Source: an optimization exercise on an open RTL-to-GDS flow (aim: small area). Production flows keep margins and buffers that such runs may drop. The RTL was checked by simulation tests, not by an equivalence proof against the original design. Power and IR drop assume default switching activity.

`flow/run.sh`:
```
#!/bin/bash
# The standard layout (standard.sh), with two changes:
#  - synthesis maps with flow/abc_map.script, an area-oriented ABC script
#    (everything else in synth_recipe.tcl, the standard synthesis, is kept);
#  - buffer_ports puts the smallest buffer on each input and output port
#    instead of the delay-cell buffer it picks by default.
set -euo pipefail
W=$PWD
cat > $W/own_synth.tcl <<EOT
proc abc {args} {
  set i [lsearch -exact \$args -script]
  if {\$i >= 0} { set args [lreplace \$args \$i [expr {\$i + 1}] -script $W/flow/abc_map.script] }
  yosys abc {*}\$args
}
source $W/synth_recipe.tcl
EOT
bash standard.sh SYNTH_SCRIPT=$W/own_synth.tcl \
  BUFFER_PORTS_ARGS="-buffer_cell sky130_fd_sc_hd__buf_1" finish > standard_make.log 2>&1
```
`flow/abc_map.script`:
```
&get -n
&st
&syn2
&dch
&nf -p
&put
topo
```
`standard.sh`:
```
#!/bin/bash
# synth_recipe.tcl (not shown) runs the flow's synth.tcl, then flattens the netlist and writes it again
# the make line also repeats each setting of config.mk as NAME=value (left out here)
make -C /OpenROAD-flow-scripts/flow DESIGN_CONFIG=/design/flow/config.mk WORK_HOME=/design/flow/orfs CLKGATE_MAP_FILE= SYNTH_SCRIPT=/design/flow/synth_recipe.tcl "${@:-finish}"
```
`config.mk`:
```
export PLATFORM = sky130hd
export DESIGN_NAME = tense_check
export DESIGN_NICKNAME = tense_check
export VERILOG_FILES = /design/flow/design.v
export SDC_FILE = /design/flow/constraint.sdc
export NUM_CORES = 4
export LEC_CHECK = 0
export ABC_AREA = 1
export CAP_MARGIN = 20
export CORE_MARGIN = 2
export CORE_UTILIZATION = 40
export CTS_BUF_LIST = sky130_fd_sc_hd__clkbuf_2 sky130_fd_sc_hd__clkbuf_4
export SLEW_MARGIN = 20
```
`constraint.sdc`:
```
create_clock -name core_clock -period 15.0 [get_ports {clk}]
set_input_delay 3.0000 -clock core_clock [delete_from_list [all_inputs] [get_ports {clk}]]
set_output_delay 3.0000 -clock core_clock [all_outputs]
set_load 0.01 [all_outputs]
```
`design.v`:
```
module tense_edges_ok (
    input  wire        s16,
    input  wire [63:0] item0,
    input  wire [63:0] item1,
    input  wire [63:0] item2,
    input  wire [63:0] item3,
    input  wire [63:0] item4,
    input  wire [63:0] item5,
    output wire        base_bad,
    output wire [3:0]  u_bad
);
    localparam LMIN = 1;    
    wire [31:0] period    = item0[31:0];
    wire        rz        = item0[33:32] != 2'b00;
    wire [31:0] data      = item1[63:32];
    wire [31:0] drv_on    = item1[31:0];
    wire [31:0] drv_off   = item2[63:32];
    wire [31:0] ret       = item2[31:0];
    wire [31:0] stb_close = item3[63:32];
    wire [31:0] stb_open  = item3[31:0];
    wire [31:0] udef [0:3];
    assign udef[0] = item4[31:0];
    assign udef[1] = item4[63:32];
    assign udef[2] = item5[31:0];
    assign udef[3] = item5[63:32];
    function automatic cy32(input [31:0] a, input [31:0] b, input ci);
        integer i;
        reg c;
        begin
            c = ci;
            for (i = 0; i < 32; i = i + 1)
                c = (a[i] & b[i]) | (c & (a[i] | b[i]));
            cy32 = c;
        end
    endfunction
    function automatic cy24(input [23:0] a, input [23:0] b);
        integer i;
        reg c;
        begin
            c = 1'b0;
            for (i = 0; i < 24; i = i + 1)
                c = (a[i] & b[i]) | (c & (a[i] | b[i]));
            cy24 = c;
        end
    endfunction
    function automatic cy23(input [22:0] a, input [22:0] b);
        integer i;
        reg c;
        begin
            c = 1'b0;
            for (i = 0; i < 23; i = i + 1)
                c = (a[i] & b[i]) | (c & (a[i] | b[i]));
            cy23 = c;
        end
    endfunction
    function automatic [24:0] sub24(input [23:0] a, input [23:0] b);
        integer i;
        reg c;
        reg [23:0] r;
        begin
            c = 1'b1;
            for (i = 0; i < 24; i = i + 1) begin
                r[i] = a[i] ^ ~b[i] ^ c;
                c = (a[i] & ~b[i]) | (c & (a[i] | ~b[i]));
            end
            sub24 = {c, r};
        end
    endfunction
    function automatic [10:0] sub11(input [10:0] a, input [10:0] b);
        integer i;
        reg c;
        reg [10:0] r;
        begin
            c = 1'b1;
            for (i = 0; i < 11; i = i + 1) begin
                r[i] = a[i] ^ ~b[i] ^ c;
                c = (a[i] & ~b[i]) | (c & (a[i] | ~b[i]));
            end
            sub11 = r;
        end
    endfunction
    function automatic [3:0] dflags(input [10:0] d);
        reg z, p1, m1;
        begin
            z  = d == 11'd0;
            p1 = d == 11'd1;
            m1 = d == 11'h7FF;
            dflags = {d[10] | z | p1, d[10] | z, d[10], d[10] & ~m1};
        end
    endfunction
    wire r1 = (|period[31:12]) || (period[11] && !s16);
    wire [31:0] cs_t = stb_open ^ period ^ ~stb_close;
    wire [32:0] cs_u = {(stb_open & period) | (stb_open & ~stb_close) | (period & ~stb_close), 1'b0};
    wire win_ok = cs_u[32] | cy32(cs_t, cs_u[31:0], 1'b0);
    wire inv = cy32(data, ~drv_on, 1'b1) && (!rz || cy32(ret, ~data, 1'b0)) &&
               cy32(stb_close, ~stb_open, 1'b1) && win_ok;
    wire [31:0] x  = rz ? ret : data;
    wire [24:0] lx = sub24(x[23:0], period[23:0]);
    wire [24:0] lf = sub24(drv_off[23:0], period[23:0]);
    wire [24:0] ls = sub24(stb_open[23:0], {period[21:0], 2'b00});
    wire [3:0] fx = dflags(sub11({3'b000, x[31:24]},        {3'b000, period[31:24]}));
    wire [3:0] ff = dflags(sub11({3'b000, drv_off[31:24]},  {3'b000, period[31:24]}));
    wire [3:0] fs = dflags(sub11({3'b000, stb_open[31:24]}, {1'b0, period[31:22]}));
    wire on_big  = |drv_on[31:24];
    wire off_big = |drv_off[31:24];
    wire so_big  = |stb_open[31:24];
    wire pick_off = on_big | (~off_big & cy24(drv_on[23:0], ~drv_off[23:0]));    
    wire [23:0] m1 = pick_off ? drv_off[23:0] : drv_on[23:0];
    wire m1_big = on_big & off_big;
    wire pick_so = m1_big | (~so_big & cy24(m1, ~stb_open[23:0]));
    wire [23:0] m  = pick_so ? stb_open[23:0] : m1;
    wire m_big = m1_big & so_big;
    wire m_hi  = m_big | m[23];      
    function automatic [2:0] up_pre(input [3:0] f, input c);
        begin
            up_pre = c ? {f[2], f[1], f[0]} : {f[3], f[2], f[1]};    
        end
    endfunction
    function automatic [2:0] up_pre2(input [2:0] u, input d23);
        begin
            up_pre2 = {u[1], d23 ? u[1] : u[2], d23 ? u[0] : u[1]};
        end
    endfunction
    function automatic up_ok(input [2:0] p, input c23, input s23);
        begin
            up_ok = s23 ? (c23 ? p[2] : p[1]) : (c23 ? p[0] : p[2]);
        end
    endfunction
    wire [2:0] ux = up_pre2(up_pre(fx, lx[24]), lx[23]);
    wire [2:0] uf = up_pre2(up_pre(ff, lf[24]), lf[23]);
    wire [2:0] us = up_pre2(up_pre(fs, ls[24]), ls[23]);
    wire up0 = (lx[24] ? fx[1] : fx[2]) && (lf[24] ? ff[1] : ff[2]) && (ls[24] ? fs[1] : fs[2]);
    assign base_bad = !(r1 && inv && up0);
    genvar k;
    generate
        for (k = 0; k < 4; k = k + 1) begin : g_u
            wire [23:0] su  = udef[k][23:0];
            wire        s23 = udef[k][23];
            wire def_ok = udef[k][31:28] <= 4'hB && udef[k][27:24] == 4'h0;
            wire hi = up_ok(ux, cy23(lx[22:0], su[22:0]), s23) &&
                      up_ok(uf, cy23(lf[22:0], su[22:0]), s23) &&
                      up_ok(us, cy23(ls[22:0], su[22:0]), s23);
            wire lo;
            if (LMIN) begin : g_lo1
                assign lo = ~s23 | m_hi | cy23(m[22:0], su[22:0]);
            end else begin : g_lo3
                assign lo = ~s23 | (((|drv_on[31:24])   | cy24(drv_on[23:0], su)) &
                                    ((|drv_off[31:24])  | cy24(drv_off[23:0], su)) &
                                    ((|stb_open[31:24]) | cy24(stb_open[23:0], su)));
            end
            assign u_bad[k] = !(def_ok && inv && lo && hi);
        end
    endgenerate
endmodule
module tense_check (
    input  wire        clk,
    input  wire        rst,         
    input  wire        in_valid,
    input  wire        s16,         
    input  wire [63:0] item0,
    input  wire [63:0] item1,
    input  wire [63:0] item2,
    input  wire [63:0] item3,
    input  wire [63:0] item4,
    input  wire [63:0] item5,
    output reg         out_valid,
    output wire        tense_valid,
    output reg         base_bad,
    output reg  [3:0]  u_bad
);
    wire base_bad_c;
    wire [3:0] u_bad_c;
    tense_edges_ok u_chk (
        .s16(s16), .item0(item0), .item1(item1), .item2(item2),
        .item3(item3), .item4(item4), .item5(item5),
        .base_bad(base_bad_c), .u_bad(u_bad_c)
    );
    reg       v_q;
    reg       bb_q;
    reg [3:0] ub_q;
    always @(posedge clk) begin
        if (rst) begin
            v_q       <= 1'b0;
            out_valid <= 1'b0;
        end else begin
            v_q       <= in_valid;
            out_valid <= v_q;
        end
        bb_q     <= base_bad_c;
        ub_q     <= u_bad_c;
        base_bad <= bb_q;
        u_bad    <= ub_q;
    end
    assign tense_valid = !base_bad && (u_bad == 4'b0000);
endmodule
```
==> metrics.csv, run 1 <==
stage,metric,value,unit
run_status,outcome,timing/DRC/antenna clean,
worst_setup_path,critical_path_class,in2reg,
worst_setup_path,required,15.15,ns
floorplanning,initial_core_util,40.9,%
routing,post_drt_via_cell_ratio,6.30,
power_and_ir_drop,p_per_area,57.2,nW/um^2
grt,grt_start_max_net_pins,37,
cells_and_area,layout_common_cells,"buf_1 (355), o22ai_1 (144), o21ai_0 (142)",
cells_and_area,drive_gt1_share,2.92,%
cts,path_clk_slew,0.07,ns
yosys,netlist_area,10000,sq um
yosys,synth_fp_nets,1845,
cells_and_area,num-nets-final,2232,
worst_setup_path,cpMostUsedCell,maj3_1,
sta,skew,0.000219,ns
cts,cts_max_path_buffers,2,
yosys,synth_area_leader_cell,fa_1,
cells_and_area,seq_area,240,sq um
cells_and_area,final_cell_area,12000,sq um
floorplanning,die_h,162,microns
placed_design,hpwl,37900,microns
grt,grt-busiest-layer,met2,
power_and_ir_drop,leakage,3.75,nW
cells_and_area,nFillCells,2556,
sta,drv_slew,0,
floorplanning,coreArea,24500,sq um
worst_setup_path,critPathSlowestCell,or4_1,
floorplanning,die_w,162,microns
routing,avgRoutedWirePerCell,21.7,microns
yosys,synth_compound_area_share,45.7,%
yosys,synth_cells,1330,
routing,vias,12877,
placed_design,place.gp.congestion,0.958,
cts,cts_tree,built,
cts,holdBufCountCts,0,
cts,h-tree-depth,1,
sta,rsz0062_at_grt,no,
yosys,synth_xor_area_share,0,%
placed_design,placed_cell_area,12000,sq um
grt,track_usage,32.3,%
routing,ant_nets,0,
sta,period_share,97.6,%
grt,antenna_found_initial,10,
sta,setup_viol,0,
worst_setup_path,cp-start-kind,input port,
worst_setup_path,max_stage_delay,0.52,ns
worst_hold_path,hp-class,reg2reg,
sta,max_freq,68.3,MHz
yosys,synthSimpleGateAreaFrac,11.6,%
worst_setup_path,crit_arrival,14.78,ns
floorplanning,io_pins,395,
yosys,synth_top_family_by_area,compound AO/OA/AOI/OAI gates,
cells_and_area,area_growth_syn_to_layout,20.2,%
grt,use_met1,44.2,%
power_and_ir_drop,pwr-share-comb,92.6,%
yosys,ys_top_cells_by_area,"fa_1 (24%), maj3_1 (9.0%), o22ai_1 (9.0%)",
grt,gr-usage-met2,52.3,%
floorplanning,die_area,26300,sq um
sta,hold_slack,0.332,ns
yosys,synth_mux_area_share,1.44,%
cells_and_area,fin_cells,2044,
grt,overflow,0,
yosys,async_flop_share,0,%
grt,grt_pass1_wl,67000,microns
cts,cts_root_buffer,clkbuf_4,
yosys,synth_seq_area_share,2.40,%
yosys,synth_top_area_share,23.8,%
power_and_ir_drop,p_seq_share,4.7,%
placed_design,port_buffers,356,
cts,cts.sinks,12,
placed_design,dp.cells,2036,
routing,drt_wl_total,44300,microns
cells_and_area,multi_input_area,9310,sq um
sta,max_slew_margin,22.6,%
sta,hold_viol_final,0,
power_and_ir_drop,intPower,0.000297,W
yosys,ys_ff_latch,12,
power_and_ir_drop,ir_drop,0.0000431,V
run,cap_violations,0,
routing,drc,0,
yosys,ys_warn_count,2,
yosys,ys_types,48,
floorplanning,fp-row-count,57,
yosys,syn_area_per_cell,7.53,sq um
yosys,synthFlopType,dfxtp_1,
sta,worstMarginPinSlew,1.15,ns
worst_setup_path,critPathCaptureType,flip-flop,
worst_setup_path,path_max_fanout,3,
cells_and_area,layout_commonest_cell,buf_1,
routing,drt-initial-drc-count,1305,
cts,clkLatencyLatePin,0.27,ns
cts,numCtsBuffers,3,
routing,dr.pass1.iters,6,
power_and_ir_drop,clockPowerShare,2.7,%
grt,grt_pass1_vias,12039,
power_and_ir_drop,switchingPower,0.000392,W
yosys,synth-edff-count,0,
sta,period_needed,14.64,ns
grt,met3_usage,6.44,%
yosys,synth_adder_area_share,33.8,%
power_and_ir_drop,p_sw_share,56.9,%
[path summary, 6_finish.rpt]
| path | start | end | slack [ns] | cells past startpoint |
|---|---|---|---|---|
| worst min register to register | ub_q[2] | u_bad[2] | 0.33 | 0 |
| worst min-delay path | ub_q[2] | u_bad[2] | 0.33 | 0 |
| worst max-delay path | item1[0] | bb_q | 0.36 | 39 |
| worst max register to register | v_q | out_valid | 14.50 | 1 |
[power by group through the flow]
stage | combinational, W | sequential [W] | clock, W
6_report | 0.000637 | 0.0000325 | 0.0000188
5_1_grt | 0.000699 | 0.0000325 | 0.0000202
4_1_cts | 0.000620 | 0.0000325 | 0.0000192
3_5_place_dp | 0.000616 | 0.0000332 | 0
3_3_place_gp | 0.000611 | 0.0000332 | 0
2_1_floorplan | 0.000404 | 0.0000333 | 0
[critical path, delay by kind of cell]
kind                     cells  cell delay [ns]
AO/OA/AOI/OAI                7             0.59
AND/OR/NAND/NOR              3             1.09
adder cells (fa/ha/maj)     28            10.00
buffers and inverters        1             0.08
[metal layers]
metal,up-vias,share of wire (%),routed length [microns]
li1,6087,-,-
met1,6034,42,18800
met2,658,46,20200
met3,88,8.9,3960
met4,10,2.9,1300
met5,-,0.15,67
[layout make-up]
type                            count  area share [%]
Tap cell                          324            3.37
Multi-Input combinational cell   1183            77.4
Antenna cell                        5           0.104
Sequential cell                    12            2.00
Inverter                          135            4.21
Clock buffer                        3           0.187
Timing Repair Buffer              382            12.7
[registers in the layout, indices dropped and copies added (netlist names)]
signal / flops
ub_q: 4
bb_q: 1
out_valid: 1
v_q: 1
base_bad: 1
u_bad: 4
[kinds of logic after synthesis]
| family | Yosys count |
|---|---|
| and+or+nand+nor | 253 |
| muxes | 14 |
| DFF | 12 |
| adders and majority gates | 217 |
| buffers and inverters | 135 |
| AOI/OAI and AO/OA | 699 |
[synthesized netlist by cell type, types with 11 or more instances]
master	number
a22oi_1	92
mux2i_1	11
a22o_1	19
o22ai_1	144
nand2_1	92
a21oi_1	130
o221ai_1	29
dfxtp_1	12
fa_1	119
clkinv_1	135
a221oi_1	58
maj3_1	90
o22a_1	16
nor2_1	81
nor2b_1	21
nor4_1	14
o21ai_0	152
[repair_timing]
item / in CTS / in global routing
gates resized for setup: 5 / 19
endpoints found under the setup margin: 5 / 5
setup buffers: 0 / 0
pin swaps: 0 / 1
[stage by stage]
stage,util (%),setup TNS [ns],power (W),worst slack (ns)
final,49.2,0,0.000689,0.364
after global routing,49.1,0,0.000752,0.0368
after CTS,49.1,0,0.000672,0.0149
after detailed placement,48.9,-1.89,0.000650,-0.422
after global placement,48.9,-1.54,0.000645,-0.352
after floorplan,-,0,0.000437,0.453
==> run 2: changes to the inputs <==
--- a/config.mk
+++ b/config.mk
@@ -9,5 +9,5 @@
 export CAP_MARGIN = 20
 export CORE_MARGIN = 2
-export CORE_UTILIZATION = 40
+export CORE_UTILIZATION = 65
 export CTS_BUF_LIST = sky130_fd_sc_hd__clkbuf_2 sky130_fd_sc_hd__clkbuf_4
 export SLEW_MARGIN = 20
==> run 2 against run 1 <==
Compared with the run above: still clean; sequential power hardly changed; largest power group unchanged; routed wire length fell by 1.4%; clock power rose by 17%.
==> metrics.csv, run 2 <==
stage,metric,value,unit
routing,drt_wl_total,43600,microns
grt,grt_start_max_net_pins,55,
power_and_ir_drop,ir_drop,0.0000344,V
cells_and_area,layout_commonest_cell,buf_1,
routing,dr.pass1.iters,10,
floorplanning,coreArea,15100,sq um
worst_setup_path,critical_path_class,in2reg,
floorplanning,initial_core_util,66.1,%
worst_setup_path,path_max_fanout,3,
floorplanning,die_area,16400,sq um
floorplanning,die_h,128,microns
worst_setup_path,critPathCaptureType,flip-flop,
placed_design,port_buffers,356,
floorplanning,io_pins,395,
routing,met3_length,6280,microns
cells_and_area,fin_cells,1901,
cts,h-tree-depth,1,
run,cap_violations,0,
sta,skew,0.00808,ns
placed_design,placed_cell_area,11700,sq um
routing,post_drt_via_cell_ratio,7.47,
cts,clkLatencyLatePin,0.29,ns
yosys,synth_area_leader_cell,fa_1,
worst_setup_path,crit_end,ub_q[3],
worst_setup_path,r2r_slack,14.49,ns
floorplanning,die_w,128,microns
sta,period_needed,14.81,ns
grt,grt_pass1_wl,64900,microns
worst_setup_path,r2r_start,v_q,
yosys,synthFlopType,dfxtp_1,
cts,holdBufCountCts,0,
yosys,ys_warn_count,2,
sta,max_freq,67.5,MHz
cells_and_area,reg.largest.list,"u_bad: 4 flops, ub_q: 4 flops",
yosys,synth-edff-count,0,
worst_hold_path,hp-class,reg2reg,
worst_setup_path,required,15.23,ns
worst_setup_path,crit_arrival,15.04,ns
yosys,netlist_area,10000,sq um
grt,track_usage,50.0,%
sta,period_share,98.7,%
sta,hold_viol_final,0,
cells_and_area,area_growth_syn_to_layout,18.0,%
routing,drc,0,
routing,drt-initial-drc-count,2587,
placed_design,dp.cells,1893,
routing,vias,14205,
cells_and_area,num-nets-final,2225,
routing,avgRoutedWirePerCell,23.0,microns
worst_setup_path,cpMostUsedCell,maj3_1,
worst_setup_path,cp_top_family,adder cells,
cts,path_clk_slew,0.09,ns
sta,setup_viol,0,
floorplanning,fp-row-count,45,
sta,max_slew_margin,24.0,%
cts,cts_root_buffer,clkbuf_4,
cts,cts_tree,built,
yosys,synth_seq_area_share,2.40,%
yosys,synth_most_common_cell,o21ai_0,
yosys,syn_area_per_cell,7.53,sq um
yosys,ys_top_cells_by_area,"fa_1 (24%), maj3_1 (9.0%), o22ai_1 (9.0%)",
cts,numCtsBuffers,3,
yosys,ys_ff_latch,12,
run_status,outcome,timing/DRC/antenna clean,
power_and_ir_drop,p_per_area,59.6,nW/um^2
worst_hold_path,min_from,ub_q[0],
placed_design,place.gp.congestion,1.11,
yosys,synth_top_area_share,23.8,%
worst_setup_path,critPathSlowestCell,maj3_1,
sta,drv_slew,0,
cells_and_area,final_cell_area,11800,sq um
worst_setup_path,r2r_end,out_valid,
placed_design,hpwl,36000,microns
cells_and_area,layout_common_cells,"buf_1 (356), o22ai_1 (144), o21ai_0 (142)",
yosys,ys_types,48,
yosys,synth_cells,1330,
power_and_ir_drop,leakage,3.71,nW
worst_setup_path,cp_num_cells,37,
worst_setup_path,crit_buf_inv,2,
worst_setup_path,max_stage_delay,0.39,ns
cells_and_area,drive_gt1_share,2.69,%
power_and_ir_drop,power,0.000704,W
routing,ant_nets,0,
worst_setup_path,crit_start,item2[0],
sta,worstMarginPinSlew,1.13,ns
routing,wl_met2,19100,microns
routing,drt-met1-wl,15000,microns
grt,antenna_found_initial,4,
routing,top_layer_used,met4,
worst_setup_path,r2r_cells,1,
yosys,synth_fp_nets,1845,
yosys,async_flop_share,0,%
worst_setup_path,cp-start-kind,input port,
sta,tns,0,ns
yosys,synthTopCellsByCount,"o21ai_0 (152), o22ai_1 (144), clkinv_1 (135)",
grt,grt_pass1_vias,12651,
cells_and_area,utilization,78.0,%
cts,cts_max_path_buffers,2,
grt,overflow,0,
cts,cts_setup_buffers,0,
cts,cts.sinks,12,
-- run 2: cell counts after synthesis --
Identical to the previous run, type by type.
-- run 2: per-layer routing --
layer | up-vias | global-route usage, %
met5 | - | 0
met1 | 6404 | 62.4
met2 | 1432 | 80.3
met4 | 0 | 29.9
met3 | 297 | 10.1
li1 | 6072 | -
-- run 2: final cells by class --
| class | count | area [sq um] |
|---|---|---|
| multi-input cells | 1183 | 9320 |
| fillers | 1188 | 3330 |
| repair buffers | 375 | 1480 |
| inverters | 135 | 507 |
| flip-flops and latches | 12 | 240 |
| well taps | 188 | 235 |
| clock buffers | 3 | 22.5 |
| diodes | 4 | 10.0 |
| clock inverters | 1 | 3.75 |
-- run 2: worst min-delay path by stage --
stage / endpoint / cells past startpoint
after floorplan: base_bad / 0
after global placement: u_bad[1] / 0
after detailed placement: u_bad[0] / 0
after CTS: u_bad[0] / 0
after global routing: u_bad[0] / 0
final: u_bad[0] / 0
-- run 2: where the power goes --
group / switching [W] / internal, W
Clock: 0.0000123 / 0.00000967
Combinational: 0.000394 / 0.000256
Sequential: 0.000000200 / 0.0000323
Total: 0.000406 / 0.000298
-- run 2: repair_timing --
| action | in CTS | in global routing |
|---|---|---|
| cloned | 0 | 0 |
| gates resized for setup | 6 | 22 |
| hold endpoints to repair | 0 | 0 |
| pin swaps | 1 | 4 |
| setup endpoints to repair | 5 | 5 |
-- run 2: logic make-up after synthesis --
kind of cell | count (synthesis) | synth area share (%)
AOI/OAI and AO/OA | 699 | 45.7
and+or+nand+nor | 253 | 11.6
adders and majority gates | 217 | 33.8
muxes | 14 | 1.44
DFF | 12 | 2.40
buffers and inverters | 135 | 5.06
-- run 2: metrics by stage --
stage / worst slack (ns) / hold slack, ns
after floorplan: 0.453 / 0.310
after global placement: -0.191 / 0.321
after detailed placement: -0.460 / 0.312
after CTS: 0.0205 / 0.335
after global routing: -0.0218 / 0.344
final: 0.191 / 0.342
==> run 3: changes to the inputs <==
--- a/design.v
+++ b/design.v
@@ -102,14 +102,13 @@
     wire [3:0] ff = dflags(sub11({3'b000, drv_off[31:24]},  {3'b000, period[31:24]}));
     wire [3:0] fs = dflags(sub11({3'b000, stb_open[31:24]}, {1'b0, period[31:22]}));
-    wire on_big  = |drv_on[31:24];
-    wire off_big = |drv_off[31:24];
-    wire so_big  = |stb_open[31:24];
-    wire pick_off = on_big | (~off_big & cy24(drv_on[23:0], ~drv_off[23:0]));    
-    wire [23:0] m1 = pick_off ? drv_off[23:0] : drv_on[23:0];
+    wire on_big  = |drv_on[31:23];
+    wire off_big = |drv_off[31:23];
+    wire so_big  = |stb_open[31:23];
+    wire pick_off = on_big | (~off_big & cy23(drv_on[22:0], ~drv_off[22:0]));    
+    wire [22:0] m1 = pick_off ? drv_off[22:0] : drv_on[22:0];
     wire m1_big = on_big & off_big;
-    wire pick_so = m1_big | (~so_big & cy24(m1, ~stb_open[23:0]));
-    wire [23:0] m  = pick_so ? stb_open[23:0] : m1;
-    wire m_big = m1_big & so_big;
-    wire m_hi  = m_big | m[23];      
+    wire pick_so = m1_big | (~so_big & cy23(m1, ~stb_open[22:0]));
+    wire [22:0] m  = pick_so ? stb_open[22:0] : m1;
+    wire m_hi = m1_big & so_big;     
     function automatic [2:0] up_pre(input [3:0] f, input c);
         begin
@@ -143,5 +142,5 @@
             wire lo;
             if (LMIN) begin : g_lo1
-                assign lo = ~s23 | m_hi | cy23(m[22:0], su[22:0]);
+                assign lo = ~s23 | m_hi | cy23(m, su[22:0]);
             end else begin : g_lo3
                 assign lo = ~s23 | (((|drv_on[31:24])   | cy24(drv_on[23:0], su)) &
==> flow/abc_map.script (replaced) <==
&get -n
&st
&syn2
&dch
&nf -p
&st
&dch -f
&nf -p
&st
&dch -f
&nf -p
&st
&dch -f
&nf -p
&put
topo
--- a/config.mk
+++ b/config.mk
@@ -9,5 +9,5 @@
 export CAP_MARGIN = 20
 export CORE_MARGIN = 2
-export CORE_UTILIZATION = 65
+export CORE_UTILIZATION = 40
 export CTS_BUF_LIST = sky130_fd_sc_hd__clkbuf_2 sky130_fd_sc_hd__clkbuf_4
 export SLEW_MARGIN = 20
==> run 3 against run 2 <==
Compared with the run above: still clean; combinational power shrank 4.5%; global-route usage fell by 17 points; via count fell by 6.5%; sequential power is essentially flat; utilization decreased by 30 points; hold slack lost 0.015 ns; cell count rose by 6.4%; cell area fell by 1.5%; sequential share of layout area about the same; highest routed layer is now met5.
==> metrics.csv, run 3 <==
stage,metric,value,unit
worst_setup_path,max_stage_delay,0.42,ns
yosys,synth_seq_area_share,2.45,%
grt,track_usage,33.3,%
routing,drc,0,
grt,antenna_found_initial,9,
cells_and_area,layout_common_cells,"buf_1 (356), o22ai_1 (179), clkinv_1 (154)",
floorplanning,initial_core_util,40.6,%
cts,cts_tree,built,
sta,period_share,94.9,%
routing,post_drt_via_cell_ratio,6.56,
yosys,synth_most_common_cell,o22ai_1,
placed_design,place.gp.congestion,0.973,
worst_setup_path,r2r_start,v_q,
placed_design,hpwl,37700,microns
sta,tns,0,ns
worst_hold_path,hold_depth,0,
yosys,synth-edff-count,0,
yosys,async_flop_share,0,%
yosys,ys_ff_latch,12,
yosys,ys_types,51,
worst_setup_path,critical_path_class,in2reg,
yosys,synthFlopType,dfxtp_1,
worst_setup_path,r2r_slack,14.49,ns
worst_setup_path,cp-start-kind,input port,
cells_and_area,area_growth_syn_to_layout,18.7,%
routing,drt-initial-drc-count,1541,
cells_and_area,fin_cells,2023,
cts,h-tree-depth,1,
worst_setup_path,critPathSlowestCell,fa_1,
power_and_ir_drop,pwr-share-comb,92.3,%
placed_design,port_buffers,356,
routing,avgRoutedWirePerCell,22.0,microns
sta,worstMarginPinSlew,1.04,ns
power_and_ir_drop,p_per_area,57.8,nW/um^2
yosys,synthTopCellsByCount,"o22ai_1 (179), clkinv_1 (153), a21oi_1 (148)",
sta,max_slew_margin,30.3,%
run_status,outcome,timing/DRC/antenna clean,
yosys,synth_cells,1329,
sta,drv_slew,0,
floorplanning,fp-row-count,57,
power_and_ir_drop,leakage,3.57,nW
power_and_ir_drop,intPower,0.000287,W
cts,cts_setup_buffers,0,
yosys,syn_area_per_cell,7.38,sq um
cts,cts_root_buffer,clkbuf_4,
grt,grt_start_max_net_pins,35,
worst_setup_path,required,15.16,ns
cts,clkLatencyLatePin,0.27,ns
worst_setup_path,r2r_cells,1,
power_and_ir_drop,p_seq_share,4.8,%
worst_setup_path,cpMostUsedCell,fa_1,
floorplanning,die_w,161,microns
grt,grt_pass1_wl,69100,microns
sta,skew,0.00172,ns
routing,vias,13275,
power_and_ir_drop,p_sw_share,57.5,%
run,cap_violations,0,
sta,rsz0062_at_grt,no,
cells_and_area,final_cell_area,11600,sq um
power_and_ir_drop,ir_drop,0.0000449,V
cts,cts-resized-gates,0,
routing,ant_nets,0,
cells_and_area,reg.largest.list,"u_bad: 4 flops, ub_q: 4 flops",
yosys,ys_top_cells_by_area,"fa_1 (24%), o22ai_1 (11%), a22oi_1 (9.7%)",
yosys,netlist_area,9810,sq um
floorplanning,io_pins,395,
routing,drt_wl_total,44500,microns
cells_and_area,num-nets-final,2209,
cts,numCtsBuffers,3,
cts,path_clk_slew,0.07,ns
routing,dr.pass1.iters,6,
cells_and_area,drive_gt1_share,0.591,%
sta,period_needed,14.23,ns
floorplanning,coreArea,24200,sq um
worst_hold_path,min_from,bb_q,
worst_setup_path,r2r_end,out_valid,
cts,holdBufCountCts,0,
cts,cts.sinks,12,
sta,hold_viol_final,0,
placed_design,dp.cells,2013,
worst_setup_path,critPathCaptureType,flip-flop,
grt,grt_pass1_vias,12349,
yosys,synth_top_area_share,24.3,%
worst_setup_path,crit_arrival,14.40,ns
placed_design,placed_cell_area,11600,sq um
sta,max_freq,70.3,MHz
power_and_ir_drop,clockPowerShare,2.9,%
sta,hold_slack,0.327,ns
worst_hold_path,hp-class,reg2reg,
cts,cts_max_path_buffers,2,
worst_hold_path,hold_end,base_bad,
yosys,synth_fp_nets,1844,
power_and_ir_drop,switchingPower,0.000387,W
cells_and_area,layout_commonest_cell,buf_1,
worst_setup_path,path_max_fanout,5,
yosys,ys_warn_count,2,
yosys,synth_area_leader_cell,fa_1,
sta,setup_viol,0,
floorplanning,die_h,161,microns
grt,overflow,0,
floorplanning,die_area,25800,sq um
## run 3: per-layer routing
layer | global-route usage (%) | share of wire [%]
met4 | 6.35 | 2.1
met2 | 55.3 | 47
met5 | 0 | 0.12
met3 | 4.36 | 8.5
met1 | 46.7 | 42
## run 3: cell families after synthesis
logic type      after synthesis  synth area share (%)
simple gates                220                  10.2
mux                           9                 0.957
flops                        12                  2.45
buf+inv                     153                  5.86
compound gates              802                  54.6
fa+ha+maj                   133                  25.9
## run 3: area by class of cell
class	instances	area, sq um
sequential	12	240
antenna	6	15.0
fill	2624	12500
clock inverter	1	3.75
timing repair buffer	360	1370
inverter	153	574
multi-input combinational	1164	9020
tap	324	405
clock buffer	3	22.5
## run 3: power groups by stage
stage	registers, W	logic [W]	clock network (W)
2_1_floorplan	0.0000332	0.000397	0
3_3_place_gp	0.0000331	0.000596	0
3_5_place_dp	0.0000332	0.000603	0
4_1_cts	0.0000324	0.000606	0.0000201
5_1_grt	0.0000324	0.000684	0.0000218
6_report	0.0000324	0.000621	0.0000198
## run 3: stage by stage
step | power [W] | util (%) | setup slack [ns]
floorplan | 0.000430 | - | 0.435
global placement | 0.000630 | 48.0 | 0.739
detailed placement | 0.000636 | 48.0 | 0.661
CTS | 0.000658 | 48.1 | 0.910
global route | 0.000738 | 48.2 | 0.292
finish | 0.000674 | 48.2 | 0.768
## run 3: worst max-delay path, delay by kind of cell
kind	cells	cell delay, ns
AND/OR/NAND/NOR	5	0.72
multiplexers	1	0.28
AO/OA/AOI/OAI	6	1.11
buffers and inverters	3	0.25
adder cells (fa/ha/maj)	24	9.05
## run 3: how the worst max path moves through the flow
stage	startpoint	to	slack, ns	depth (start not counted)
detailed placement	item0[33]	ub_q[3]	0.66	39
CTS	item0[33]	ub_q[3]	0.91	39
finish	item0[33]	ub_q[3]	0.77	39
global route	item0[33]	ub_q[3]	0.29	39
floorplan	item0[33]	ub_q[3]	0.43	38
global placement	item0[33]	ub_q[3]	0.74	39
==> run 4: changes to the inputs <==
==> flow/abc_map.script (replaced) <==
&get -n
&st
&syn2
&dch
&nf -p
&st
&dch
&nf -p -R 40
&put
topo
==> run 4 against run 3 <==
Compared with the run above: non-clock buffer count increased by 12; sequential share of layout area about the same; critical path depth decreased by 3; sequential power about the same; fmax increased by 1.1%; hold slack improved by 0.00071 ns; power decreased by 0.62%; clock power decreased by about 10%; synthesized cell count decreased by 1.3%; clock skew decreased by 0.0014 ns; flip-flop and latch count unchanged; via count decreased by 0.58%; largest power group unchanged.
==> metrics.csv, run 4 <==
stage,metric,value,unit
power_and_ir_drop,p_per_area,57.6,nW/um^2
cts,numCtsBuffers,3,
routing,post_drt_via_cell_ratio,6.53,
floorplanning,io_pins,395,
routing,vias,13198,
worst_setup_path,cp-start-kind,input port,
floorplanning,coreArea,23600,sq um
cts,clkLatencyLatePin,0.26,ns
cts,path_clk_slew,0.06,ns
grt,grt_pass1_vias,12202,
grt,track_usage,33.0,%
worst_setup_path,cp_top_family,adder cells,
run,cap_violations,0,
floorplanning,die_area,25400,sq um
cts,cts_tree,built,
sta,setup_viol,0,
cells_and_area,area_growth_syn_to_layout,20.2,%
yosys,synthSimpleGateAreaFrac,9.88,%
yosys,syn_area_per_cell,7.37,sq um
floorplanning,fp-row-count,56,
sta,hold_viol_final,0,
yosys,synthTopCellsByCount,"o22ai_1 (164), clkinv_1 (162), a21oi_1 (149)",
yosys,synth_seq_area_share,2.48,%
placed_design,place.gp.congestion,0.964,
worst_setup_path,required,15.15,ns
sta,max_slew_margin,30.9,%
yosys,synth_xor_area_share,0,%
worst_hold_path,hold_depth,0,
power_and_ir_drop,power,0.000669,W
sta,max_freq,71.1,MHz
cells_and_area,layout_common_cells,"buf_1 (356), o22ai_1 (164), clkinv_1 (162)",
floorplanning,initial_core_util,41.0,%
cells_and_area,num-nets-final,2204,
routing,ant_nets,0,
placed_design,hpwl,37400,microns
floorplanning,die_w,160,microns
run_status,outcome,timing/DRC/antenna clean,
worst_setup_path,cpMostUsedCell,fa_1,
worst_setup_path,cp_num_cells,36,
worst_setup_path,critPathSlowestCell,o21ai_0,
yosys,async_flop_share,0,%
sta,skew,0.000297,ns
yosys,synth_mux_area_share,1.03,%
placed_design,port_buffers,356,
sta,period_needed,14.07,ns
routing,avgRoutedWirePerCell,21.9,microns
sta,rsz0062_at_grt,no,
worst_setup_path,critical_path_class,in2reg,
grt,grt_start_max_net_pins,59,
routing,dr.pass1.iters,8,
sta,worstMarginPinSlew,1.03,ns
cts,cts_max_path_buffers,2,
cells_and_area,layout_commonest_cell,buf_1,
yosys,synth_area_leader_cell,fa_1,
yosys,synth_cells,1312,
cts,cts_root_buffer,clkbuf_4,
grt,grt_pass1_wl,67500,microns
cells_and_area,multi_input_area,8850,sq um
yosys,ys_top_cells_by_area,"fa_1 (25%), o22ai_1 (11%), a22oi_1 (9.7%)",
cts,cts.sinks,12,
cells_and_area,nFillCells,2522,
cells_and_area,seq_area,240,sq um
worst_setup_path,crit_buf_inv,3,
yosys,synth_compound_area_share,53.4,%
worst_setup_path,r2r_cells,1,
worst_setup_path,crit_start,item0[33],
yosys,synth_fp_nets,1827,
yosys,synth_top_family_by_area,compound AO/OA/AOI/OAI gates,
worst_setup_path,path_max_fanout,10,
cells_and_area,reg.largest.list,"u_bad: 4 flops, ub_q: 4 flops",
yosys,netlist_area,9670,sq um
cts,h-tree-depth,1,
worst_setup_path,critPathCaptureType,flip-flop,
floorplanning,die_h,160,microns
worst_setup_path,crit_arrival,14.22,ns
power_and_ir_drop,ir_drop,0.0000484,V
worst_hold_path,hp-class,reg2reg,
yosys,synth_top_area_share,24.6,%
yosys,synth_adder_area_share,26.9,%
yosys,synth_most_common_cell,o22ai_1,
yosys,ys_warn_count,2,
yosys,ys_ff_latch,12,
yosys,ys_types,47,
cells_and_area,drive_gt1_share,1.30,%
yosys,synth-edff-count,0,
worst_hold_path,min_from,ub_q[2],
worst_setup_path,max_stage_delay,0.44,ns
routing,drt_wl_total,44200,microns
power_and_ir_drop,leakage,3.51,nW
routing,drt-initial-drc-count,1468,
yosys,synthFlopType,dfxtp_1,
sta,period_share,93.8,%
worst_setup_path,r2r_start,v_q,
routing,drc,0,
grt,overflow,0,
sta,drv_slew,0,
grt,antenna_found_initial,12,
sta,tns,0,ns
run 4: cell types whose count changed after synthesis, sizes merged, moves of 5 or more:
cell    previous run  this run
a221oi            69        86
o22a              21         5
a22o              16         1
o22ai            179       164
nor2              79        90
o221ai            37        48
a21o              11         2
clkinv           153       162
nand4              6        13
and2               7         1
maj3               6        12
o211ai            20        15
run 4: final cells by class:
type	count	share of cell area, %
flip-flops and latches	12	2.07
clock buffers	3	0.194
well taps	319	3.43
inverters	162	5.23
multi-input cells	1138	76.1
diodes	14	0.301
repair buffers	372	12.6
run 4: layer usage:
metal | vias up | wire (microns) | part of all wire (%) | GRT usage, %
met5 | - | 14 | 0.032 | 0
met4 | 2 | 1160 | 2.6 | 7.93
met3 | 69 | 4510 | 10 | 7.55
met2 | 715 | 20200 | 46 | 53.6
met1 | 6265 | 18300 | 41 | 44.5
li1 | 6147 | - | - | -
run 4: cell families after synthesis:
logic type / Yosys count
AOI/OAI and AO/OA: 773
and+or+nand+nor: 216
muxes: 10
adders and majority gates: 139
DFF: 12
buffers and inverters: 162
run 4: repair_timing:
action                     CTS  global route
hold buffers                 0             0
setup buffers                0             2
setup endpoints to repair    0             3
gates resized for setup      0             1
run 4: path summary, 6_finish.rpt:
path / endpoint / slack, ns
worst min-delay path: u_bad[2] / 0.33
worst min register to register: u_bad[2] / 0.33
worst max register to register: out_valid / 14.49
worst max-delay path: ub_q[0] / 0.93
run 4: power breakdown:
group | internal (W) | leakage (nW) | switching (W) | total (W)
clock network | 0.00000924 | 0.0139 | 0.00000859 | 0.0000178
registers | 0.0000323 | 0.0976 | 0.000000111 | 0.0000324
logic | 0.000243 | 3.40 | 0.000376 | 0.000619
total | 0.000284 | 3.51 | 0.000385 | 0.000669
run 4: metrics by stage:
stage | std cells | util [%] | hold slack (ns) | instance area, sq um | setup slack [ns]
2_1_floorplan | 1312 | - | 0.310 | 9680 | 0.698
3_3_place_gp | 2001 | 48.9 | 0.314 | 11500 | 0.748
3_5_place_dp | 2001 | 48.9 | 0.312 | 11500 | 0.710
4_1_cts | 2004 | 49.0 | 0.327 | 11600 | 0.920
5_1_grt | 2009 | 49.1 | 0.335 | 11600 | 0.0378
6_report | 2020 | 49.2 | 0.328 | 11600 | 0.928
==> run 5: changes to the inputs <==
==> flow/abc_map.script (replaced) <==
&get -n
&st
&syn2
&dch
&nf -p
&st
&dch
&nf -p
&put
topo
==> run 5 against run 4 <==
Compared with the run above: combinational power about the same; routed wire length down 0.59%; largest cell class unchanged; worst setup slack got worse by 0.042 ns; register-to-register slack hardly changed; cell area decreased by 0.11%; clock skew rose by 0.0045 ns; global-route usage shrank 0.37 points; synthesized cell count shrank 0.23%; clock power is 9% higher; fmax is 0.30% lower; flip-flop and latch count did not move; sequential share of layout area is essentially flat; critical path type unchanged.
==> metrics.csv, run 5 <==
stage,metric,value,unit
run_status,outcome,timing/DRC/antenna clean,
cts,cts_tree,built,
power_and_ir_drop,pwr-share-comb,92.3,%
cts,h-tree-depth,1,
routing,avgRoutedWirePerCell,21.9,microns
yosys,synth_most_common_cell,o22ai_1,
power_and_ir_drop,p_seq_share,4.8,%
worst_setup_path,required,15.16,ns
routing,drt_wl_total,44000,microns
yosys,synth_fp_nets,1824,
cts,numCtsBuffers,3,
worst_setup_path,max_stage_delay,0.42,ns
cts,path_clk_slew,0.07,ns
routing,vias,13056,
yosys,ys_warn_count,2,
yosys,synth-edff-count,0,
worst_setup_path,cpMostUsedCell,fa_1,
cts,holdBufCountCts,0,
sta,hold_slack,0.333,ns
grt,grt_pass1_vias,11898,
worst_setup_path,r2r_cells,1,
yosys,synthFlopType,dfxtp_1,
cts,clkLatencyLatePin,0.27,ns
routing,dr.pass1.iters,8,
cells_and_area,num-nets-final,2189,
floorplanning,initial_core_util,40.4,%
placed_design,dp.cells,1993,
run,cap_violations,0,
grt,track_usage,32.6,%
sta,period_share,94.1,%
routing,ant_nets,0,
yosys,synth_top_area_share,24.4,%
power_and_ir_drop,switchingPower,0.000385,W
power_and_ir_drop,ir_drop,0.0000547,V
placed_design,place.gp.congestion,1.00,
placed_design,port_buffers,356,
routing,post_drt_via_cell_ratio,6.51,
power_and_ir_drop,clockPowerShare,2.9,%
cts,cts-resized-gates,0,
sta,tns,0,ns
yosys,synth_area_leader_cell,fa_1,
worst_hold_path,min_from,ub_q[1],
sta,worstMarginPinSlew,0.886,ns
cells_and_area,fin_cells,2006,
worst_setup_path,r2r_start,v_q,
power_and_ir_drop,leakage,3.54,nW
floorplanning,die_w,160,microns
power_and_ir_drop,intPower,0.000286,W
cells_and_area,area_growth_syn_to_layout,18.8,%
worst_setup_path,crit_arrival,14.27,ns
floorplanning,io_pins,395,
worst_setup_path,cp_num_cells,38,
routing,drt-initial-drc-count,1449,
floorplanning,die_area,25700,sq um
sta,setup_ws,0.886,ns
yosys,syn_area_per_cell,7.47,sq um
worst_setup_path,r2r_end,out_valid,
yosys,ys_top_cells_by_area,"fa_1 (24%), o22ai_1 (11%), a22oi_1 (9.6%)",
cts,cts.sinks,12,
cells_and_area,layout_commonest_cell,buf_1,
yosys,async_flop_share,0,%
worst_setup_path,crit_end,ub_q[3],
worst_hold_path,hp-class,reg2reg,
grt,grt_pass1_wl,66900,microns
placed_design,dp_slack,0.815,ns
cts,cts_setup_buffers,0,
worst_setup_path,crit_buf_inv,3,
floorplanning,die_h,160,microns
worst_setup_path,r2r_slack,14.50,ns
sta,max_slew_margin,40.3,%
worst_setup_path,cp_top_family,adder cells,
yosys,ys_ff_latch,12,
grt,grt_start_max_net_pins,36,
sta,rsz0062_at_grt,no,
yosys,netlist_area,9780,sq um
worst_setup_path,path_max_fanout,10,
sta,skew,0.00480,ns
cts,cts_max_path_buffers,2,
yosys,synthTopCellsByCount,"o22ai_1 (170), a21oi_1 (149), clkinv_1 (149)",
grt,overflow,0,
floorplanning,fp-row-count,57,
sta,period_needed,14.11,ns
cells_and_area,utilization,48.0,%
placed_design,hpwl,37300,microns
sta,hold_viol_final,0,
worst_setup_path,crit_start,item0[33],
cts,cts_root_buffer,clkbuf_4,
worst_setup_path,critPathCaptureType,flip-flop,
yosys,synth_cells,1309,
yosys,ys_types,50,
worst_setup_path,cp-start-kind,input port,
cells_and_area,reg.largest.list,"u_bad: 4 flops, ub_q: 4 flops",
sta,drv_slew,0,
yosys,synth_seq_area_share,2.46,%
cells_and_area,layout_common_cells,"buf_1 (356), o22ai_1 (170), clkinv_1 (150)",
power_and_ir_drop,p_sw_share,57.4,%
sta,max_freq,70.9,MHz
floorplanning,coreArea,24200,sq um
worst_setup_path,critical_path_class,in2reg,
power_and_ir_drop,p_per_area,57.7,nW/um^2
worst_setup_path,critPathSlowestCell,o21ai_0,
cells_and_area,drive_gt1_share,0.538,%
routing,drc,0,
grt,antenna_found_initial,14,
sta,setup_viol,0,
run 5: changes by cell type after synthesis, sizes merged, moves of 6 or more:
cell / delta
a221oi: -12
a22o: +16
o21ai: -14
nand2: -13
clkinv: -13
o22ai: +6
nor2: -6
nand2b: +8
o221ai: -12
o22a: +15
run 5: cell type report:
cell class | count | area (sq um)
Antenna cell | 9 | 22.5
Clock buffer | 3 | 22.5
Clock inverter | 1 | 3.75
Multi-Input combinational cell | 1148 | 9000
Inverter | 149 | 559
Fill cell | 2609 | 12600
Tap cell | 324 | 405
Timing Repair Buffer | 360 | 1370
Sequential cell | 12 | 240
run 5: worst min-delay path by stage:
stage / end / slack [ns] / cells past startpoint
2_1_floorplan: base_bad / 0.31 / 0
3_3_place_gp: u_bad[2] / 0.31 / 0
3_5_place_dp: u_bad[0] / 0.32 / 0
4_1_cts: u_bad[1] / 0.33 / 0
5_1_grt: u_bad[0] / 0.34 / 0
6_report: u_bad[1] / 0.33 / 0
run 5: power groups by stage:
stage / combinational, W / sequential [W] / clock, W
2_1_floorplan: 0.000396 / 0.0000332 / 0
3_3_place_gp: 0.000597 / 0.0000331 / 0
3_5_place_dp: 0.000601 / 0.0000331 / 0
4_1_cts: 0.000603 / 0.0000324 / 0.0000204
5_1_grt: 0.000679 / 0.0000324 / 0.0000225
6_report: 0.000619 / 0.0000324 / 0.0000194
run 5: cells by family after synthesis:
family                     Yosys count  synth area share, %
AOI/OAI and AO/OA                  790                 54.6
and+or+nand+nor                    215                 10.1
buffers and inverters              149                 5.72
adders and majority gates          134                 26.1
DFF                                 12                 2.46
muxes                                9                0.960
run 5: metrics by stage:
| step | cell area (sq um) | power, W |
|---|---|---|
| after detailed placement | 11600 | 0.000634 |
| after global placement | 11600 | 0.000630 |
| after global routing | 11600 | 0.000734 |
| after CTS | 11600 | 0.000656 |
| after floorplan | 9780 | 0.000429 |
| final | 11600 | 0.000670 |
run 5: metal layers:
layer  global-route usage (%)  part of all wire, %
met5                        0                 0.12
met3                     4.98                  8.3
met2                     53.7                   47
met1                     45.8                   43
met4                     6.39                  1.9
==> run 6: changes to the inputs <==
--- a/config.mk
+++ b/config.mk
@@ -9,5 +9,5 @@
 export CAP_MARGIN = 20
 export CORE_MARGIN = 2
-export CORE_UTILIZATION = 40
+export CORE_UTILIZATION = 50
 export CTS_BUF_LIST = sky130_fd_sc_hd__clkbuf_2 sky130_fd_sc_hd__clkbuf_4
 export SLEW_MARGIN = 20
==> run 6 against run 5 <==
Compared with the run above: first-iteration DRC count is 3.8% higher; power hardly changed; sequential power hardly changed; clock power is 5% lower; global-route usage is 6.4 points higher; utilization is 12 points higher; die area is 20% lower; largest cell class unchanged; largest power group unchanged.
==> metrics.csv, run 6 <==
stage,metric,value,unit
run_status,outcome,timing/DRC/antenna clean,
floorplanning,coreArea,19300,sq um
run,cap_violations,0,
sta,period_share,94.3,%
routing,vias,13174,
cts,cts_max_path_buffers,2,
worst_hold_path,hold_end,u_bad[3],
placed_design,dp_slack,0.749,ns
sta,period_needed,14.14,ns
worst_hold_path,min_from,ub_q[3],
routing,drc,0,
floorplanning,io_pins,395,
yosys,synth_seq_area_share,2.46,%
floorplanning,initial_core_util,50.6,%
placed_design,place.gp.congestion,1.01,
grt,track_usage,39.0,%
sta,setup_viol,0,
floorplanning,die_h,144,microns
worst_setup_path,critPathSlowestCell,buf_4,
cts,cts_setup_buffers,0,
cts,cts.sinks,12,
grt,overflow,0,
yosys,synth-edff-count,0,
routing,dr.pass1.iters,6,
cts,numCtsBuffers,3,
sta,setup_ws,0.857,ns
worst_hold_path,hp-class,reg2reg,
yosys,synthTopCellsByCount,"o22ai_1 (170), a21oi_1 (149), clkinv_1 (149)",
sta,hold_slack,0.328,ns
worst_setup_path,cp-start-kind,input port,
cells_and_area,area_growth_syn_to_layout,17.8,%
cts,cts-resized-gates,0,
worst_setup_path,critical_path_class,in2reg,
routing,drt_wl_total,42400,microns
yosys,ys_top_cells_by_area,"fa_1 (24%), o22ai_1 (11%), a22oi_1 (9.6%)",
grt,grt_pass1_wl,63100,microns
power_and_ir_drop,switchingPower,0.000385,W
worst_setup_path,path_max_fanout,59,
worst_setup_path,cpMostUsedCell,fa_1,
yosys,ys_warn_count,2,
sta,worstMarginPinSlew,0.836,ns
sta,max_slew_margin,43.7,%
power_and_ir_drop,ir_drop,0.0000296,V
worst_setup_path,r2r_start,v_q,
placed_design,hpwl,35700,microns
routing,drt-initial-drc-count,1504,
yosys,syn_area_per_cell,7.47,sq um
worst_setup_path,required,15.15,ns
yosys,synth_area_leader_cell,fa_1,
floorplanning,fp-row-count,51,
cts,cts_tree,built,
worst_setup_path,max_stage_delay,0.47,ns
grt,grt_start_max_net_pins,60,
routing,avgRoutedWirePerCell,21.9,microns
yosys,async_flop_share,0,%
placed_design,port_buffers,356,
sta,skew,0.0000474,ns
worst_setup_path,r2r_end,out_valid,
sta,rsz0062_at_grt,no,
power_and_ir_drop,power,0.000670,W
cts,path_clk_slew,0.06,ns
routing,ant_nets,0,
sta,tns,0,ns
placed_design,placed_cell_area,11500,sq um
floorplanning,die_area,20700,sq um
yosys,synth_most_common_cell,o22ai_1,
worst_setup_path,crit_arrival,14.30,ns
cts,h-tree-depth,1,
worst_hold_path,hold_depth,0,
grt,antenna_found_initial,7,
cells_and_area,final_cell_area,11500,sq um
yosys,ys_ff_latch,12,
yosys,synth_fp_nets,1824,
cells_and_area,layout_common_cells,"buf_1 (356), o22ai_1 (170), clkinv_1 (149)",
worst_setup_path,r2r_slack,14.49,ns
power_and_ir_drop,p_seq_share,4.8,%
yosys,netlist_area,9780,sq um
worst_setup_path,r2r_cells,1,
power_and_ir_drop,leakage,3.54,nW
cells_and_area,reg.largest.list,"u_bad: 4 flops, ub_q: 4 flops",
cells_and_area,drive_gt1_share,0.479,%
cts,clkLatencyLatePin,0.26,ns
sta,drv_slew,0,
yosys,synth_top_area_share,24.4,%
yosys,synth_cells,1309,
worst_setup_path,critPathCaptureType,flip-flop,
cells_and_area,num-nets-final,2188,
power_and_ir_drop,p_per_area,58.2,nW/um^2
sta,hold_viol_final,0,
sta,max_freq,70.7,MHz
grt,grt_pass1_vias,11611,
cts,holdBufCountCts,0,
floorplanning,die_w,144,microns
cts,cts_root_buffer,clkbuf_4,
routing,post_drt_via_cell_ratio,6.79,
yosys,synthFlopType,dfxtp_1,
power_and_ir_drop,pwr-share-comb,92.4,%
power_and_ir_drop,clockPowerShare,2.7,%
yosys,ys_types,50,
cells_and_area,layout_commonest_cell,buf_1,
power_and_ir_drop,p_sw_share,57.4,%
power_and_ir_drop,intPower,0.000286,W
run 6: worst max-delay path by stage:
stage          cells past startpoint      start       to
6_report                          36  item0[33]  ub_q[3]
2_1_floorplan                     37  item0[33]  ub_q[3]
3_5_place_dp                      36  item0[33]  ub_q[3]
4_1_cts                           36  item0[33]  ub_q[3]
5_1_grt                           36  item0[33]  ub_q[3]
3_3_place_gp                      36  item0[33]  ub_q[3]
run 6: kinds of logic (layout without fill, tap and decap cells):
kind of cell	after synthesis	after routing	share of synthesized area (%)
simple gates	215	215	10.1
flops	12	12	2.46
mux	9	9	0.960
buf+inv	149	511	5.72
fa+ha+maj	134	134	26.1
other cells	0	5	0
compound gates	790	790	54.6
run 6: worst max-delay path, delay by kind of cell:
kind	cells	cell delay [ns]
AOI/OAI and AO/OA	6	1.40
buffers and inverters	3	0.66
and+or+nand+nor	5	0.50
adders and majority gates	22	8.72
run 6: layout make-up:
type	instances	area (sq um)
diodes	5	12.5
clock buffers	3	22.5
fillers	1970	7810
inverters	149	559
multi-input cells	1148	9000
flip-flops and latches	12	240
well taps	265	332
repair buffers	359	1360
run 6: per-layer routing:
metal | vias up | global-route usage (%) | wire [microns]
met4 | 8 | 8.62 | 1220
met3 | 92 | 6.93 | 4560
met5 | - | 0 | 58
li1 | 6117 | - | -
met1 | 6114 | 53.7 | 17100
met2 | 843 | 64.1 | 19500
run 6: power groups by stage:
stage | sequential (W) | combinational, W | clock, W
floorplan | 0.0000332 | 0.000396 | 0
CTS | 0.0000324 | 0.000600 | 0.0000188
detailed placement | 0.0000331 | 0.000597 | 0
finish | 0.0000324 | 0.000619 | 0.0000184
global route | 0.0000324 | 0.000674 | 0.0000204
global placement | 0.0000331 | 0.000591 | 0
run 6: through the flow:
step                util [%]  instances
floorplan                  -       1309
detailed placement      59.4       1933
global placement        59.4       1933
global route            59.5       1937
finish                  59.6       1941
CTS                     59.5       1936
==> run 7: changes to the inputs <==
--- a/design.v
+++ b/design.v
@@ -10,5 +10,4 @@
     output wire [3:0]  u_bad
 );
-    localparam LMIN = 1;    
     wire [31:0] period    = item0[31:0];
     wire        rz        = item0[33:32] != 2'b00;
@@ -32,14 +31,4 @@
                 c = (a[i] & b[i]) | (c & (a[i] | b[i]));
             cy32 = c;
-        end
-    endfunction
-    function automatic cy24(input [23:0] a, input [23:0] b);
-        integer i;
-        reg c;
-        begin
-            c = 1'b0;
-            for (i = 0; i < 24; i = i + 1)
-                c = (a[i] & b[i]) | (c & (a[i] | b[i]));
-            cy24 = c;
         end
     endfunction
@@ -140,12 +129,5 @@
                       up_ok(uf, cy23(lf[22:0], su[22:0]), s23) &&
                       up_ok(us, cy23(ls[22:0], su[22:0]), s23);
-            wire lo;
-            if (LMIN) begin : g_lo1
-                assign lo = ~s23 | m_hi | cy23(m, su[22:0]);
-            end else begin : g_lo3
-                assign lo = ~s23 | (((|drv_on[31:24])   | cy24(drv_on[23:0], su)) &
-                                    ((|drv_off[31:24])  | cy24(drv_off[23:0], su)) &
-                                    ((|stb_open[31:24]) | cy24(stb_open[23:0], su)));
-            end
+            wire lo = ~s23 | m_hi | cy23(m, su[22:0]);
             assign u_bad[k] = !(def_ok && inv && lo && hi);
         end
--- a/flow/run.sh
+++ b/flow/run.sh
@@ -1,6 +1,8 @@
 #!/bin/bash
 # The standard layout (standard.sh), with two changes:
-#  - synthesis maps with flow/abc_map.script, an area-oriented ABC script
-#    (everything else in synth_recipe.tcl, the standard synthesis, is kept);
+#  - synthesis maps with flow/abc_map.script (two rounds of ABC's &nf
+#    mapping, whose area recovery gives a smaller netlist than the standard
+#    scripts); everything else in synth_recipe.tcl, the standard synthesis,
+#    is kept, so the registers and their names are the standard ones;
 #  - buffer_ports puts the smallest buffer on each input and output port
 #    instead of the delay-cell buffer it picks by default.
--- a/config.mk
+++ b/config.mk
@@ -9,5 +9,5 @@
 export CAP_MARGIN = 20
 export CORE_MARGIN = 2
-export CORE_UTILIZATION = 50
+export CORE_UTILIZATION = 40
 export CTS_BUF_LIST = sky130_fd_sc_hd__clkbuf_2 sky130_fd_sc_hd__clkbuf_4
 export SLEW_MARGIN = 20
==> run 7 against run 6 <==
Compared with the run above: still clean; fmax grew 0.20%; first-iteration DRC count is 3.7% lower; global-route usage down 6.4 points; routed wire length increased by 3.6%; worst setup slack better by 0.028 ns; utilization shrank 12 points; count of clock-buffer cells in the layout is the same; register-to-register slack hardly changed; synthesized cell count unchanged; clock skew increased by 0.0048 ns; combinational power about the same; critical path type unchanged; critical endpoint unchanged.
==> metrics.csv, run 7 <==
stage,metric,value,unit
grt,grt_pass1_vias,11898,
cts,cts_root_buffer,clkbuf_4,
yosys,synth-edff-count,0,
worst_hold_path,hp-class,reg2reg,
cells_and_area,area_growth_syn_to_layout,18.8,%
run_status,outcome,timing/DRC/antenna clean,
grt,grt_pass1_wl,66900,microns
yosys,ys_ff_latch,12,
worst_setup_path,cpMostUsedCell,fa_1,
floorplanning,io_pins,395,
worst_setup_path,crit_arrival,14.27,ns
yosys,synth_adder_area_share,26.1,%
routing,drt-initial-drc-count,1449,
sta,drv_slew,0,
worst_setup_path,r2r_start,v_q,
routing,drc,0,
routing,post_drt_via_cell_ratio,6.51,
worst_hold_path,hold_depth,0,
cts,path_clk_slew,0.07,ns
worst_setup_path,r2r_slack,14.50,ns
worst_setup_path,critical_path_class,in2reg,
yosys,synth_top_area_share,24.4,%
placed_design,place.gp.congestion,1.00,
sta,max_slew_margin,40.3,%
floorplanning,die_area,25700,sq um
cells_and_area,layout_commonest_cell,buf_1,
grt,track_usage,32.6,%
routing,avgRoutedWirePerCell,21.9,microns
worst_setup_path,max_stage_delay,0.42,ns
worst_setup_path,critPathSlowestCell,o21ai_0,
grt,grt_start_max_net_pins,36,
power_and_ir_drop,ir_drop,0.0000547,V
yosys,syn_area_per_cell,7.47,sq um
cts,cts_setup_buffers,0,
grt,overflow,0,
cts,cts_tree,built,
floorplanning,initial_core_util,40.4,%
worst_hold_path,min_from,ub_q[1],
grt,antenna_found_initial,14,
cts,cts-resized-gates,0,
run,cap_violations,0,
cells_and_area,drive_gt1_share,0.538,%
sta,period_needed,14.11,ns
power_and_ir_drop,leakage,3.54,nW
cts,cts_max_path_buffers,2,
floorplanning,fp-row-count,57,
cells_and_area,reg.largest.list,"u_bad: 4 flops, ub_q: 4 flops",
cells_and_area,layout_common_cells,"buf_1 (356), o22ai_1 (170), clkinv_1 (150)",
yosys,synthFlopType,dfxtp_1,
cells_and_area,final_cell_area,11600,sq um
yosys,synthSimpleGateAreaFrac,10.1,%
placed_design,port_buffers,356,
yosys,synth_area_leader_cell,fa_1,
yosys,synth_fp_nets,1824,
routing,dr.pass1.iters,8,
sta,setup_viol,0,
yosys,ys_top_cells_by_area,"fa_1 (24%), o22ai_1 (11%), a22oi_1 (9.6%)",
placed_design,hpwl,37300,microns
sta,hold_viol_final,0,
worst_setup_path,required,15.16,ns
sta,max_freq,70.9,MHz
floorplanning,coreArea,24200,sq um
cells_and_area,num-nets-final,2189,
cts,cts.sinks,12,
yosys,synth_compound_area_share,54.6,%
cts,h-tree-depth,1,
yosys,async_flop_share,0,%
cts,numCtsBuffers,3,
routing,ant_nets,0,
sta,worstMarginPinSlew,0.886,ns
worst_setup_path,r2r_end,out_valid,
worst_setup_path,critPathCaptureType,flip-flop,
sta,rsz0062_at_grt,no,
power_and_ir_drop,p_per_area,57.7,nW/um^2
worst_setup_path,r2r_cells,1,
power_and_ir_drop,pwr-share-comb,92.3,%
power_and_ir_drop,p_sw_share,57.4,%
sta,tns,0,ns
yosys,netlist_area,9780,sq um
floorplanning,die_h,160,microns
cts,clkLatencyLatePin,0.27,ns
power_and_ir_drop,intPower,0.000286,W
floorplanning,die_w,160,microns
yosys,synth_seq_area_share,2.46,%
worst_hold_path,hold_end,u_bad[1],
worst_setup_path,cp-start-kind,input port,
routing,vias,13056,
sta,period_share,94.1,%
yosys,ys_warn_count,2,
yosys,synth_cells,1309,
yosys,ys_types,50,
power_and_ir_drop,clockPowerShare,2.9,%
yosys,synthTopCellsByCount,"o22ai_1 (170), a21oi_1 (149), clkinv_1 (149)",
yosys,synth_xor_area_share,0,%
routing,drt_wl_total,44000,microns
power_and_ir_drop,switchingPower,0.000385,W
yosys,synth_most_common_cell,o22ai_1,
power_and_ir_drop,p_seq_share,4.8,%
placed_design,placed_cell_area,11600,sq um
worst_setup_path,path_max_fanout,10,
yosys,synth_top_family_by_area,compound AO/OA/AOI/OAI gates,
cells_and_area,utilization,48.0,%
cts,holdBufCountCts,0,
yosys,synth_mux_area_share,0.960,%
sta,skew,0.00480,ns
## run 7: cell counts after synthesis
No cell type changed its count.
## run 7: layout make-up
type / count / area, sq um
Clock inverter: 1 / 3.75
Sequential cell: 12 / 240
Antenna cell: 9 / 22.5
Fill cell: 2609 / 12600
Clock buffer: 3 / 22.5
Timing Repair Buffer: 360 / 1370
Multi-Input combinational cell: 1148 / 9000
Inverter: 149 / 559
Tap cell: 324 / 405
## run 7: kinds of logic (layout without fill, tap and decap cells)
family                   Yosys count  in the layout
AO/OA/AOI/OAI                    790            790
adder cells (fa/ha/maj)          134            134
buffers and inverters            149            513
multiplexers                       9              9
flip-flops                        12             12
other                              0              9
AND/OR/NAND/NOR                  215            215
## run 7: critical path, delay by kind of cell
family                     cells  cell delay [ns]
buffers and inverters          3             0.25
muxes                          1             0.30
and+or+nand+nor                5             0.51
AOI/OAI and AO/OA              5             1.26
adders and majority gates     24             8.95
## run 7: stage by stage
| stage | hold WS [ns] | cells | setup slack, ns | power (W) |
|---|---|---|---|---|
| finish | 0.333 | 2006 | 0.886 | 0.000670 |
| detailed placement | 0.316 | 1993 | 0.815 | 0.000634 |
| CTS | 0.335 | 1997 | 1.04 | 0.000656 |
| global placement | 0.313 | 1993 | 0.833 | 0.000630 |
| floorplan | 0.310 | 1309 | 0.685 | 0.000429 |
| global route | 0.343 | 2004 | 0.507 | 0.000734 |
## run 7: power groups by stage
stage                     clock network, W  logic [W]  registers, W
after floorplan                          0   0.000396     0.0000332
after CTS                        0.0000204   0.000603     0.0000324
after global placement                   0   0.000597     0.0000331
final                            0.0000194   0.000619     0.0000324
after detailed placement                 0   0.000601     0.0000331
after global routing             0.0000225   0.000679     0.0000324
## run 7: worst max path at each step
stage              start      end  slack, ns
2_1_floorplan  item0[33]  ub_q[3]       0.69
3_3_place_gp   item0[33]  ub_q[3]       0.83
4_1_cts        item0[33]  ub_q[3]       1.04
3_5_place_dp   item0[33]  ub_q[3]       0.82
5_1_grt        item0[33]  ub_q[3]       0.51
6_report       item0[33]  ub_q[3]       0.89
## run 7: layer usage
| metal | wire (microns) | part of all wire (%) | up-vias | track usage, % |
|---|---|---|---|---|
| met1 | 18900 | 43 | 6213 | 45.8 |
| met5 | 54 | 0.12 | - | 0 |
| met4 | 837 | 1.9 | 8 | 6.39 |
| met3 | 3650 | 8.3 | 64 | 4.98 |
| met2 | 20500 | 47 | 636 | 53.7 |
| li1 | - | - | 6135 | - |

-- re-timing with driven ports --
The flow's constraints put no driver on any port. The routed layouts listed below were extracted and timed again, unchanged, in two steps. Step 1, drivers: a clkbuf_16 drives clk and a buf_2 each remaining input, both assumed. Step 2, shift: input delay + t, output delay - t, t = (earliest + latest rising clock arrival at the registers) / 2. This alone moves slack from input paths to output paths. Three values: no drivers, after step 1, after step 2; two values: the first two.
run | t, ns | setup slack, ns | worst setup path after step 2 | worst data-port slew with drivers (ns)
run 1 | 0.283 | 0.364 / 0.361 / 0.078 | input to register | 0.09
run 2 | 0.302 | 0.191 / 0.193 / -0.109 | input to register | 0.09
run 3 | 0.281 | 0.768 / 0.758 / 0.477 | input to register | 0.10
run 4 | 0.274 | 0.928 / 0.925 / 0.651 | input to register | 0.10
run 5 | 0.279 | 0.886 / 0.881 / 0.601 | input to register | 0.10
run 6 | 0.279 | 0.857 / 0.856 / 0.577 | input to register | 0.11
run 7 | 0.279 | 0.886 / 0.881 / 0.601 | input to register | 0.10
Met with ideal ports but missed after step 2: setup timing in run 2. The setup slack of run 2, which loses most, moves by +0.002 ns with the drivers and by -0.300 ns with both steps.
